Background: an optimization exercise with open tools, aiming at small area. Do not read the settings as production practice. The RTL was checked by simulation tests, not by an equivalence proof against the original design.

## lane 1
==> flow/design.v <==
module servo_law (
    input  wire        clk,
    input  wire        rst,           
    input  wire [31:0] setpoint,      
    input  wire [5:0]  in_shift,
    input  wire [31:0] kp,
    input  wire [31:0] ki,
    input  wire [31:0] kd,
    input  wire [31:0] kf,
    input  wire [31:0] ff_in,
    input  wire [31:0] offset,
    input  wire [31:0] out_min,
    input  wire [31:0] out_max,
    input  wire [31:0] slew,
    input  wire [23:0] cmp_base,      
    input  wire [23:0] cmp_gain,      
    output wire        ready,
    input  wire        init,          
    input  wire [31:0] init_u,
    input  wire [31:0] init_i,
    input  wire        step,          
    input  wire        no_target,
    input  wire [31:0] meas,          
    output wire        done,
    output wire [23:0] cmp,
    output wire [31:0] u_out,
    output wire [3:0]  flags          
);
    localparam [4:0] P_IDLE = 5'd0,  P_SP   = 5'd1,  P_SH   = 5'd2,  P_ESAT = 5'd3,
                     P_DMUL = 5'd4,  P_DSAT = 5'd5,  P_PMUL = 5'd6,  P_PACC = 5'd7,
                     P_IMUL = 5'd8,  P_IADD = 5'd9,  P_ICL  = 5'd10, P_FMUL = 5'd11,
                     P_FS1  = 5'd12, P_FS2  = 5'd13, P_FS3  = 5'd14, P_VSAT = 5'd15,
                     P_VCL  = 5'd16, P_USUB = 5'd17, P_SCL  = 5'd18, P_UADD = 5'd19,
                     P_UST  = 5'd20, P_CMUL = 5'd21, P_CADD = 5'd22, P_DONE = 5'd23,
                     P_INI2 = 5'd24;
    reg  [4:0]  ph;
    reg  [5:0]  cnt;
    reg  [40:0] acc;
    reg  [32:0] m;
    reg  [31:0] u_st, i_st, ep;
    reg         first, nt, f_sat, f_lim, f_slw, fl;
    wire ovf     = ~((&acc[40:31]) | ~(|acc[40:31]));
    wire slew_on = ~slew[31] & (|slew[30:0]);
    wire s_idle = (ph == P_IDLE), s_sp   = (ph == P_SP),   s_sh   = (ph == P_SH);
    wire s_esat = (ph == P_ESAT), s_dmul = (ph == P_DMUL), s_dsat = (ph == P_DSAT);
    wire s_pmul = (ph == P_PMUL), s_pacc = (ph == P_PACC), s_imul = (ph == P_IMUL);
    wire s_iadd = (ph == P_IADD), s_icl  = (ph == P_ICL),  s_fmul = (ph == P_FMUL);
    wire s_fs1  = (ph == P_FS1),  s_fs2  = (ph == P_FS2),  s_fs3  = (ph == P_FS3);
    wire s_vsat = (ph == P_VSAT), s_vcl  = (ph == P_VCL),  s_usub = (ph == P_USUB);
    wire s_scl  = (ph == P_SCL),  s_uadd = (ph == P_UADD), s_cmul = (ph == P_CMUL);
    wire s_cadd = (ph == P_CADD), s_done = (ph == P_DONE), s_ust  = (ph == P_UST);
    wire s_ini2 = (ph == P_INI2);
    wire is_mul  = s_dmul | s_pmul | s_imul | s_fmul | s_cmul;
    wire is_mm   = s_icl | s_vcl;               
    wire is_cl   = is_mm | s_scl;
    wire is_sat  = s_esat | s_dsat | s_vsat | s_pacc | s_fs1;
    wire c0      = (cnt[1:0] == 2'd0);
    wire c1      = (cnt[1:0] == 2'd1);
    wire c2s     = (cnt[1:0] == 2'd2);
    wire c3      = (cnt[1:0] == 2'd3);
    wire cnt0    = (cnt == 6'd0);
    wire last32  = (cnt[4:0] == 5'd31);
    wire sh_last = (cnt + 6'd1 == in_shift) | (cnt == 6'd40);
    wire go_t    = s_idle & step & ~no_target;
    wire go_h    = s_idle & step & no_target;
    wire do_init = s_idle & ~step & init;
    wire m_bit = m[cnt[4:0]];
    wire dig = (s_dmul & ~first & (m_bit ^ ep[0]))
             | ((s_pmul | s_imul) & ep[0])
             | (s_fmul & ff_in[cnt[4:0]])
             | (s_cmul & m_bit);
    wire neg = last32 ^ (s_dmul & ep[0]);
    wire dneg = dig & neg;
    wire x_mul  = ((is_mul & ~cnt0) | s_sh) & ~rst;
    wire x_bias = is_mul & cnt0 & ~rst;
    wire x_sat  = is_sat & ovf & ~rst;
    wire x_init = do_init & ~rst;
    wire x_sh   = ((is_sat & ~ovf) | s_sp | s_iadd | s_fs2 | s_fs3 | s_usub | s_uadd | s_ust | s_cadd | s_done | s_ini2
                  | (is_cl & ~(cnt[0] & fl))) & ~rst;
    wire c2     = is_cl & c3 & ~fl;
    wire z_meas = go_t;
    wire z_sp   = s_sp;
    wire z_kd   = s_dmul & dig;
    wire z_kp   = s_pmul & dig;
    wire z_ki   = s_imul & dig;
    wire z_kf   = s_fmul & dig;
    wire z_gain = s_cmul & dig;
    wire z_m    = s_pacc | s_fs1;
    wire z_i    = s_iadd | s_fs2;
    wire z_u    = go_h | s_usub | s_uadd | s_ini2;
    wire z_min  = is_mm & ~cnt[1];
    wire z_max  = is_mm & cnt[1];
    wire z_slew = s_scl;
    wire z_off  = s_fs3;
    wire z_base = s_cadd;
    wire z_init = do_init;
    wire inv = dneg | go_t | s_usub | s_ini2 | (is_mm & ~cnt[0]) | (s_scl & (c1 | c2s));
    wire cin = dneg | go_t | s_usub | s_ini2 | (s_sh & sh_last) | (is_mm & c0) | (s_scl & c1) | c2;
    wire [41:0] zraw =
          ({42{z_meas}} & {meas[31], meas, 9'd0})
        | ({42{z_sp}}   & {setpoint[31], setpoint, 9'd0})
        | ({42{z_kd}}   & {{2{kd[31]}}, kd, 8'd0})
        | ({42{z_kp}}   & {{2{kp[31]}}, kp, 8'd0})
        | ({42{z_ki}}   & {{2{ki[31]}}, ki, 8'd0})
        | ({42{z_kf}}   & {{2{kf[31]}}, kf, 8'd0})
        | ({42{z_gain}} & {10'd0, cmp_gain, 8'd0})
        | ({42{z_m}}    & {{8{m[32]}}, m, 1'b0})
        | ({42{z_i}}    & {{9{i_st[31]}}, i_st, 1'b0})
        | ({42{z_u}}    & {{9{u_st[31]}}, u_st, 1'b0})
        | ({42{z_min}}  & {{9{out_min[31]}}, out_min, 1'b0})
        | ({42{z_max}}  & {{9{out_max[31]}}, out_max, 1'b0})
        | ({42{z_slew}} & {{9{slew[31]}}, slew, 1'b0})
        | ({42{z_off}}  & {{9{offset[31]}}, offset, 1'b0})
        | ({42{z_base}} & {17'd0, cmp_base, 1'b0})
        | ({42{z_init}} & {{9{init_i[31]}}, init_i, 1'b0});
    genvar k;
    wire [41:0] xv;
    assign xv[0] = (x_mul & acc[0]) | c2;
    generate for (k = 1; k < 42; k = k + 1) begin : g_x
        wire a_m = acc[k < 41 ? k : 40];
        wire s_v = (k < 32) ? ~acc[40] : acc[40];
        wire i_v = init_u[k < 33 ? k - 1 : 31];
        if (k == 31)
            assign xv[k] = (x_mul & a_m) | (x_sh & acc[k-1]) | (x_sat & s_v) | (x_init & i_v) | x_bias;
        else
            assign xv[k] = (x_mul & a_m) | (x_sh & acc[k-1]) | (x_sat & s_v) | (x_init & i_v);
    end endgenerate
    wire [41:0] zv = zraw ^ {42{inv}};
    wire [41:0] y;
    wire [42:0] cy;
    assign cy[0] = cin;
    generate for (k = 0; k < 42; k = k + 1) begin : g_add
        wire hx = xv[k] ^ zv[k];
        assign y[k]      = hx ^ cy[k];
        assign cy[k + 1] = (xv[k] & zv[k]) | (hx & cy[k]);
    end endgenerate
    wire adv = (s_sh & sh_last) | (is_mul & last32) | (is_cl & c3)
             | ~(s_sh | is_mul | is_cl);
    always @(posedge clk) begin
        acc <= y[41:1];
        cnt <= (s_idle | adv) ? 6'd0 : cnt + 6'd1;
        if (rst)                       ph <= P_IDLE;
        else if (s_idle)               ph <= go_t ? P_SP : go_h ? P_CMUL : do_init ? P_INI2 : P_IDLE;
        else if (s_done | s_ini2)      ph <= P_IDLE;
        else if (s_sp)                 ph <= (in_shift == 6'd0) ? P_ESAT : P_SH;
        else if (adv)                  ph <= ph + 5'd1;
        if (go_h | s_esat | s_dsat | s_pacc | s_uadd) m <= y[33:1];
        if (s_dmul)                    ep <= {m_bit, ep[31:1]};
        else if (s_pmul | s_imul)      ep <= {ep[0], ep[31:1]};
        if (rst | do_init | s_ust)     u_st <= xv[32:1];
        if (rst | s_ini2 | (s_icl & c3)) i_st <= y[32:1];
        if (rst | do_init)             first <= 1'b1;
        else if (s_done)               first <= nt;
        if (go_t | go_h) begin
            nt    <= no_target;
            f_sat <= 1'b0;
            f_lim <= 1'b0;
            f_slw <= 1'b0;
        end else begin
            if ((is_sat | s_uadd) & ovf)   f_sat <= 1'b1;
            if (s_vcl & cnt[0] & fl)       f_lim <= 1'b1;
            if (s_scl & cnt[0] & fl)       f_slw <= 1'b1;
        end
        if (is_cl & ~cnt[0])           fl <= (cnt[1] ^ y[41]) & (~s_scl | slew_on);
    end
    assign ready = s_idle;
    assign done  = s_done;
    wire   c_ov  = acc[40] | (|acc[39:24]);
    assign cmp   = acc[40] ? 24'h000000 : (|acc[39:24]) ? 24'hffffff : acc[23:0];
    assign u_out = u_st;
    assign flags = {nt, f_slw, f_lim, f_sat | c_ov};
endmodule
Settings: LEC_CHECK=0, CAP_MARGIN=20, CORE_AREA=2.5 2.5 247.5 122.5, DIE_AREA=0 0 250 125, PLACE_DENSITY=0.7, SLEW_MARGIN=20; clock period 30.0 ns.
standard.sh (not shown) runs the stock make flow with config.mk's settings and CLKGATE_MAP_FILE= SYNTH_SCRIPT=/design/flow/synth_recipe.tcl, a recipe that flattens the netlist after the stock synthesis.
==> flow/flow/run.sh <==
#!/bin/bash
# Standard ORFS layout (standard.sh), with these changes to how the layout
# is made:
#  - synthesis maps the logic with an area-oriented ABC script
#    (flow/abc.script in place of ORFS's abc_speed.script); the rest of
#    the synthesis, and so every register, is the standard one;
#  - the port buffers use the smallest buffer cell instead of the one
#    buffer_ports picks by default;
#  - clock tree synthesis uses clkbuf_16 only and no dummy loads.
set -euo pipefail
W=$PWD
rm -rf "$W/orfs_scripts"
cp -r "$FLOW_HOME/scripts" "$W/orfs_scripts"
cp "$W/flow/abc.script" "$W/orfs_scripts/abc_speed.script"
export SCRIPTS_DIR="$W/orfs_scripts"
export BUFFER_PORTS_ARGS="-buffer_cell sky130_fd_sc_hd__buf_1"
export CTS_ARGS="-sink_clustering_enable -repair_clock_nets -dont_use_dummy_load -buf_list sky130_fd_sc_hd__clkbuf_16"
bash standard.sh > standard.log 2>&1
==> flow/flow/abc.script <==
&get -n
&st
&dch
&nf -R 1000 -p
&put
topo
Input-level comparison between lane 2 and lane 1:
diff --git a/flow/flow/run.sh b/flow/flow/run.sh
--- a/flow/flow/run.sh
+++ b/flow/flow/run.sh
@@ -8,3 +8,3 @@
 #    buffer_ports picks by default;
-#  - clock tree synthesis uses clkbuf_16 only and no dummy loads.
+#  - clock tree synthesis uses clkbuf_8 only and no dummy loads.
 set -euo pipefail
@@ -16,3 +16,3 @@
 export BUFFER_PORTS_ARGS="-buffer_cell sky130_fd_sc_hd__buf_1"
-export CTS_ARGS="-sink_clustering_enable -repair_clock_nets -dont_use_dummy_load -buf_list sky130_fd_sc_hd__clkbuf_16"
+export CTS_ARGS="-sink_clustering_enable -repair_clock_nets -dont_use_dummy_load -buf_list sky130_fd_sc_hd__clkbuf_8"
 bash standard.sh > standard.log 2>&1
==> run notes <==
- Going from lane 1 to lane 2, wire length on met2 shows no meaningful change, fraction of area in clock buffers and inverters shows a reduction of 1.3 points, first-pass GRT wire length shows no meaningful change.
- Lane 2 gives less final worst-path setup slack than lane 1 did.
- From lane 1 to lane 2 the numbers moved as follows: sequential share of cell area now larger; global routing usage on met3 shows a reduction of 1.5 points; wire length after detailed routing saw little to no change.

## separate check: timing with driven ports
In the flow no input, the clock included, has a driving cell. The finished layouts below were timed again as built, in two steps. Step 1 sets driving cells, clkbuf_16 on the clock port and buf_2 on the other inputs (assumed; they add their load-dependent delay and slew). Step 2 moves the port delays by t, midway between the first and last clock arrival at a register: inputs arrive t later, outputs are due t later. That takes back most of the time a late clock gives input paths. Slacks: ideal ports / drivers / drivers and shift; pairs: ideal ports / drivers.
run	t, ns	setup WS [ns]	pins driven straight from the clock port
lane 1	0.473	1.622 / 1.646 / 1.173	1
lane 2	0.510	1.619 / 1.637 / 1.127	1
After both steps every run listed still meets setup and hold. The setup slack of lane 2, which loses most, moves by +0.018 ns with the drivers and by -0.492 ns with both steps.
